This design comes from an exercise in tuning for small area, a short achievable clock period and few clock cycles per item on the open sky130 flow, not from production work.
Only simulation tests tie the RTL to the original design; equivalence was not proved.

Setup of the reference run:
// seal_sha256
module seal_sha256 (
    input  wire         clk,
    input  wire         rst,
    input  wire         in_valid,
    output wire         in_ready,
    input  wire [31:0]  in_data,
    input  wire         in_new,
    output wire         out_valid,
    output wire [255:0] digest
);
    localparam [255:0] IV = {32'h6a09e667, 32'hbb67ae85, 32'h3c6ef372, 32'ha54ff53a,
                             32'h510e527f, 32'h9b05688c, 32'h1f83d9ab, 32'h5be0cd19};
    reg  [5:0]   t;           
    reg          running;     
    reg          cfin;        
    reg          pre;         
    reg          new0;        
    reg          fresh;       
    reg  [3:0]   rot;         
    reg          in_ready_r;
    wire accept = in_valid && in_ready_r;
    wire early  = running && (t >= 6'd1) && (t <= 6'd14);    
    wire fire   = running && (!early || accept);
    wire start  = !running && pre && accept;                  
    wire take0  = accept && !pre && !early;                   
    wire new_eff = new0 || fresh;
    wire last   = running && (t == 6'd0);                     
    wire       running_n = start || (running && !last);
  ...
export LEC_CHECK = 0
export CAP_MARGIN = 20
export CORE_MARGIN = 2
export CORE_UTILIZATION = 60
export CTS_BUF_LIST = sky130_fd_sc_hd__clkbuf_8
export CTS_CLUSTER_DIAMETER = 50
export CTS_CLUSTER_SIZE = 20
export PLACE_DENSITY = 0.75
export SLEW_MARGIN = 20
create_clock -name core_clock -period 10.0 [get_ports {clk}]
standard.sh (not shown) runs the stock make flow with config.mk's settings and CLKGATE_MAP_FILE= SYNTH_SCRIPT=/design/flow/synth_recipe.tcl, a recipe that flattens the netlist after the stock synthesis.
==> flow/flow/run.sh <==
#!/bin/bash
# The standard layout, with two changes to how it is made:
#  - each port is buffered by the smallest buffer (sky130_fd_sc_hd__buf_1)
#    instead of the one buffer_ports picks by default;
#  - timing repair aims for a setup slack of 5.25 ns at the 10 ns clock.
set -euo pipefail
export BUFFER_PORTS_ARGS="-buffer_cell sky130_fd_sc_hd__buf_1"
export SETUP_SLACK_MARGIN=5.25
bash standard.sh > standard_flow.log 2>&1
Testbench counts of the reference run, summed over its fixed seeds: cycles 33,312, blocks 512.
The inputs of the trial run differ from those of the reference run as listed below.
diff --git a/flow/design.v b/flow/design.v
--- a/flow/design.v
+++ b/flow/design.v
@@ -25,23 +25,23 @@
     wire take0  = accept && !pre && !early;                   
     wire new_eff = new0 || fresh;
     wire last   = running && (t == 6'd0);                     
     wire       running_n = start || (running && !last);
     wire [5:0] t_n       = (start || (fire && !last)) ? t + 6'd1 : t;
     wire       pre_n     = start ? 1'b0 : (take0 ? 1'b1 : pre);
     wire [3:0] rot_n     = (accept || (running && !early)) ? 4'd0 : rot + 4'd1;
     wire       early_n   = running_n && (t_n >= 6'd1) && (t_n <= 6'd14);
     wire       ready_n   = running_n ? (early_n ? (rot_n == 4'd0) : (t_n == 6'd0 && !pre_n))
                                      : (!pre_n || rot_n == 4'd0);
     reg          d_fire, d_start, d_ldiv, d_sfin, d_fin, d_fadd, d_new;
-    reg          d_ivh;       
+    reg  [1:0]   d_fidx;
     reg  [31:0]  d_k;
     reg          out_valid_r;
     reg  [31:0]  k_n;
     always @(*) begin
         case (t)
             6'd0:  k_n = 32'h428a2f98; 6'd1:  k_n = 32'h71374491;
             6'd2:  k_n = 32'hb5c0fbcf; 6'd3:  k_n = 32'he9b5dba5;
             6'd4:  k_n = 32'h3956c25b; 6'd5:  k_n = 32'h59f111f1;
             6'd6:  k_n = 32'h923f82a4; 6'd7:  k_n = 32'hab1c5ed5;
             6'd8:  k_n = 32'hd807aa98; 6'd9:  k_n = 32'h12835b01;
             6'd10: k_n = 32'h243185be; 6'd11: k_n = 32'h550c7dc3;
@@ -100,68 +100,78 @@
             d_fire      <= fire;
             d_start     <= start;
             d_ldiv      <= start && new_eff;
             d_fin       <= cfin;
             d_fadd      <= (running && (t == 6'd62 || t == 6'd63 || t == 6'd0)) || cfin;
             out_valid_r <= d_fin;
         end
         if (take0)
             new0 <= in_new;
         d_sfin  <= cfin;
         d_new   <= new_eff;
-        d_ivh   <= d_ldiv;
+        d_fidx  <= cfin ? 2'd0 : (t[1:0] == 2'd2 ? 2'd3 : (t[1:0] == 2'd3 ? 2'd2 : 2'd1));
         d_k     <= k_n;
     end
     reg  [31:0]  a, b, c, d, e, f, g;    
     reg  [31:0]  kwh;         
     reg  [31:0]  w [0:15];    
     reg  [31:0]  hA [0:3];    
     reg  [31:0]  hE [0:3];    
+    reg          newblk;      
     assign in_ready  = in_ready_r;
     assign out_valid = out_valid_r;
     assign digest    = {hA[0], hA[1], hA[2], hA[3], hE[0], hE[1], hE[2], hE[3]};
     wire [31:0] s1_e = {e[5:0], e[31:6]} ^ {e[10:0], e[31:11]} ^ {e[24:0], e[31:25]};
     wire [31:0] ch   = (e & f) ^ (~e & g);
     wire [31:0] s0_a = {a[1:0], a[31:2]} ^ {a[12:0], a[31:13]} ^ {a[21:0], a[31:22]};
     wire [31:0] maj  = (a & b) ^ (a & c) ^ (b & c);
     wire [31:0] ex_s = d ^ kwh ^ ch;
     wire [31:0] ex_c = (d & kwh) | (d & ch) | (kwh & ch);
     wire [31:0] ey_s = ex_s ^ {ex_c[30:0], 1'b0} ^ s1_e;
     wire [31:0] ey_c = (ex_s & {ex_c[30:0], 1'b0}) | (ex_s & s1_e) | ({ex_c[30:0], 1'b0} & s1_e);
     wire [31:0] e_new = ey_s + {ey_c[30:0], 1'b0};
     wire [31:0] ax_s = kwh ^ ch ^ maj;
     wire [31:0] ax_c = (kwh & ch) | (kwh & maj) | (ch & maj);
     wire [31:0] ay_s = ax_s ^ {ax_c[30:0], 1'b0} ^ s1_e;
     wire [31:0] ay_c = (ax_s & {ax_c[30:0], 1'b0}) | (ax_s & s1_e) | ({ax_c[30:0], 1'b0} & s1_e);
     wire [31:0] az_s = ay_s ^ {ay_c[30:0], 1'b0} ^ s0_a;
     wire [31:0] az_c = (ay_s & {ay_c[30:0], 1'b0}) | (ay_s & s0_a) | ({ay_c[30:0], 1'b0} & s0_a);
     wire [31:0] a_new = az_s + {az_c[30:0], 1'b0};
     wire [31:0] ws0   = {w[1][6:0], w[1][31:7]} ^ {w[1][17:0], w[1][31:18]} ^ (w[1] >> 3);
     wire [31:0] ws1   = {w[14][16:0], w[14][31:17]} ^ {w[14][18:0], w[14][31:19]} ^ (w[14] >> 10);
     wire [31:0] w_new = ws1 + w[9] + ws0 + w[0];
-    wire [31:0] sumA = hA[3] + a;
-    wire [31:0] sumE = hE[3] + e;
+    reg  [31:0] ivA, ivE;
+    always @(*) begin
+        case (d_fidx)
+            2'd3:    begin ivA = IV[159:128]; ivE = IV[31:0];  end
+            2'd2:    begin ivA = IV[191:160]; ivE = IV[63:32]; end
+            2'd1:    begin ivA = IV[223:192]; ivE = IV[95:64]; end
+            default: begin ivA = IV[255:224]; ivE = IV[127:96]; end
+        endcase
+    end
+    wire [31:0] sumA = (newblk ? ivA : hA[3]) + a;
+    wire [31:0] sumE = (newblk ? ivE : hE[3]) + e;
     wire [31:0] kp = d_start ? (d_new ? IV[31:0] : (d_sfin ? hE[2] : hE[3])) : g;
     wire [31:0] kwh_new = kp + d_k + w[14];
     integer i;
     always @(posedge clk) begin
+        if (d_start)
+            newblk <= d_new;
         if (d_fire || d_start)
             kwh <= kwh_new;
         for (i = 0; i < 15; i = i + 1)
             w[i] <= w[i + 1];
         w[15] <= accept ? in_data : ((running && !early) ? w_new : w[0]);
         if (d_fadd) begin
             hA[0] <= sumA; hA[1] <= hA[0]; hA[2] <= hA[1]; hA[3] <= hA[2];
             hE[0] <= sumE; hE[1] <= hE[0]; hE[2] <= hE[1]; hE[3] <= hE[2];
-        end else if (d_ivh) begin
-            {hA[0], hA[1], hA[2], hA[3], hE[0], hE[1], hE[2], hE[3]} <= IV;
         end
         if (d_fire) begin
             g  <= f;
             f  <= e;
             e  <= e_new;
             d  <= c;
             c  <= b;
             b  <= a;
             a  <= a_new;
         end else if (d_ldiv) begin
             {a, b, c, d, e, f, g} <= IV[255:32];
## What came out
Initial antenna violation count was higher in the run labelled the reference run.
Between the reference run and the trial run, the count of state elements after synthesis figures differ only marginally.
Looking at final non-filler cell total, the trial run sits 1.3% below the reference run.
Against the reference run as the reference, the trial run delivers a lower cell area after layout.
There was hardly any difference in mean instance size in the synthesized netlist between the trial run and the reference run.
In the reports for the trial run and the reference run, the smaller portion of the post-synthesis area used by sequential elements belongs to the reference run.
Going from the reference run to the trial run, final layout net count shrank slightly.
Looking at setup slack of the critical path after layout, the trial run sits 0.0098 ns above the reference run.
On the trial run: routed wire length is 0.68% higher than what the reference run gave.
Testbench counts of the trial run, summed over its fixed seeds: cycles 33,312, blocks 512.

==> what the ideal ports hide <==
In the flow no input, the clock included, has a driving cell. The finished layouts below were timed again as built, in two steps. Step 1 (the two cells are an assumption about what drives the block):
set clk [get_ports {clk}]
set_driving_cell -lib_cell sky130_fd_sc_hd__clkbuf_16 $clk
set_driving_cell -lib_cell sky130_fd_sc_hd__buf_2 [delete_from_list [all_inputs] $clk]
Step 2, shift: input delay + t, output delay - t, t = (earliest + latest rising clock arrival at the registers) / 2. This alone moves slack from input paths to output paths. Slacks: ideal ports / drivers / drivers and shift; pairs: ideal ports / drivers.
| run | t, ns | slack for setup (ns) | worst setup path after step 2 | latest minus earliest clock arrival (ns) | pins driven straight from the clock port |
|---|---|---|---|---|---|
| the reference run | 0.863 | 5.232 / 5.232 / 5.232 | register to register | 0.063 / 0.063 | 1 |
| the trial run | 0.880 | 5.242 / 5.242 / 5.242 | register to register | 0.094 / 0.094 | 1 |
After both steps every run listed still meets setup and hold.
